Background: an optimization exercise with open tools, aiming at small area and a short achievable clock period. Do not read the settings as production practice.
Only simulation tests tie the RTL to the original design; equivalence was not proved.

## job 101
// lsi_core
module lsi_core (
    input  wire        clk,
    input  wire        rst,           
    input  wire        start,         
    input  wire        stop,          
    input  wire [12:0] pc_init,       
    input  wire [3:0]  seq_id,        
    input  wire [31:0] mbox_in,       
    output wire        imem_en,
    output wire [12:0] imem_addr,     
    input  wire [31:0] imem_rdata,    
    output reg         dmem_en,
    output reg         dmem_we,
    output reg  [3:0]  dmem_be,
    output reg  [12:0] dmem_addr,     
    output reg  [31:0] dmem_wdata,
    input  wire [31:0] dmem_rdata,    
    output reg  [2:0]  state,
    output reg         halted,
    output reg  [2:0]  fault_code,
    output reg  [12:0] fault_pc,
    output reg  [4:0]  flags,         
    output reg  [3:0]  depth,
    output reg         evt_valid,
    output reg  [2:0]  evt_num,
    output reg  [31:0] mbox_out
);
    localparam ST_STOPPED = 3'd0;
    localparam ST_IDLE    = 3'd1;
    localparam ST_RUN     = 3'd2;
    localparam ST_FAULT   = 3'd4;
    localparam F_ILLEGAL  = 3'd1;
    localparam F_MISALIGN = 3'd2;
    localparam F_ADDR     = 3'd3;
    localparam F_STACK    = 3'd4;
    localparam F_SREG     = 3'd5;
    reg [31:0] gn [1:15];       
    reg [12:0] stack [0:7];
    reg [12:0] fpc;
    reg        ex_valid;
    reg        phase;
    reg        p2_load;        
    reg        p2_mul;         
    reg [3:0]  p2_rd;
    reg [1:0]  p2_size;        
    reg [1:0]  p2_off;
    reg [31:0] mul_a, mul_b;
    reg        stop_pend;
    reg [14:2] rxb;            
    reg [15:0] rec_flags;
    reg [31:0] cycles;
    wire zf = flags[0];
    wire nf = flags[1];
    wire cf = flags[2];
    wire tf = flags[3];
    wire ff = flags[4];
    wire run = (state == ST_RUN);
    assign imem_en   = run;
    assign imem_addr = fpc;
    wire [31:0] ins = imem_rdata;
    wire [5:0]  op  = ins[31:26];
    wire [3:0]  rd  = ins[25:22];
    wire [3:0]  ra  = ins[21:18];
    wire [3:0]  rb  = ins[17:14];
    wire [17:0] imm = ins[17:0];
    wire [12:0] tgt = ins[12:0];
    wire [7:0]  sreg = ins[7:0];
    wire [31:0] imm_s = {{14{imm[17]}}, imm};
    wire [31:0] imm_z = {14'd0, imm};
    wire op_add   = (op == 6'h01) || (op == 6'h10);
    wire op_sub   = (op == 6'h02);
    wire op_cmp   = (op == 6'h0D) || (op == 6'h17);
  ...
export LEC_CHECK = 0
export ABC_AREA = 1
export CAP_MARGIN = 20
export CORE_MARGIN = 2
export CORE_UTILIZATION = 55
export CTS_BUF_LIST = sky130_fd_sc_hd__clkbuf_8
export CTS_CLUSTER_SIZE = 30
export PLACE_DENSITY = 0.68
export SETUP_SLACK_MARGIN = 4
export SLEW_MARGIN = 20
export TNS_END_PERCENT = 0
create_clock -name core_clock -period 11.0 [get_ports {clk}]
standard.sh (not shown) runs the stock make flow with config.mk's settings and CLKGATE_MAP_FILE= SYNTH_SCRIPT=/design/flow/synth_recipe.tcl, a recipe that flattens the netlist after the stock synthesis.
==> flow/flow/run.sh <==
#!/bin/bash
# Layout flow: the standard layout (standard.sh: the standard synthesis,
# floorplan, placement, CTS, routing and finish), with one change: the port
# buffers that global placement inserts on every input and output are the
# platform's smallest buffer (sky130_fd_sc_hd__buf_1). Timing repair resizes
# them later where a path needs it. The make output goes to standard.log here;
# each ORFS step also keeps its own log under orfs/logs.
set -euo pipefail
cd "$(dirname "$0")/.."
export BUFFER_PORTS_ARGS="-buffer_cell sky130_fd_sc_hd__buf_1"
bash standard.sh > standard.log 2>&1
Inputs modified between job 101 and job 102:
- CTS_CLUSTER_DIAMETER newly set to 75
- CTS_BUF_LIST changed from sky130_fd_sc_hd__clkbuf_8 to sky130_fd_sc_hd__clkbuf_16
==> flow/run.sh (new file) <==
#!/bin/bash
# synth_recipe.tcl (not shown) runs the flow's synth.tcl, then flattens the netlist and writes it again
# the make line also repeats each setting of config.mk as NAME=value (left out here)
make -C /OpenROAD-flow-scripts/flow DESIGN_CONFIG=/design/flow/config.mk WORK_HOME=/design/flow/orfs CLKGATE_MAP_FILE= SYNTH_SCRIPT=/design/flow/synth_recipe.tcl finish
removed: flow/flow/run.sh
removed: flow/standard.sh
Findings:
Final routed wire length divided by cell count shrinks slightly when moving from job 101 to job 102. Looking at job 101 and job 102, the hold slack is a wash. Run comparison: job 101 capturing element of the worst setup path gn[10][5]; job 102 capturing element of the worst setup path gn[5][31]. Post-layout instance count excluding filler cells of job 102 falls short of that of job 101 by a few percent. Job 102 — number of ordinary and repair buffers in the finished layout 13 lower, job 101 as reference. Re worst setup slack: job 101 was lower than job 102.

[static timing again, ports no longer ideal]
The flow's constraints put no driver on any port. The routed layouts listed below were extracted and timed again, unchanged, in two steps.
Step 1, drivers: a clkbuf_16 drives clk and a buf_2 each remaining input, both assumed.
Step 2, shift: input delay + t, output delay - t, t = (earliest + latest rising clock arrival at the registers) / 2. This alone moves slack from input paths to output paths.
Three values: ideal ports, drivers, drivers and shift; two values: the first two.
| run | shift t [ns] | slack for setup (ns) | worst setup path after step 2 | worst data-port slew with drivers (ns) | pins driven straight from the clock port |
|---|---|---|---|---|---|
| job 101 | 0.926 | 2.953 / 2.915 / 2.079 | input to register | 0.09 | 1 |
| job 102 | 0.798 | 3.068 / 3.059 / 2.318 | input to register | 0.06 | 1 |
After both steps setup and hold are still met in every run listed. The setup slack of job 101, which loses most, moves by -0.038 ns with the drivers and by -0.874 ns with both steps.
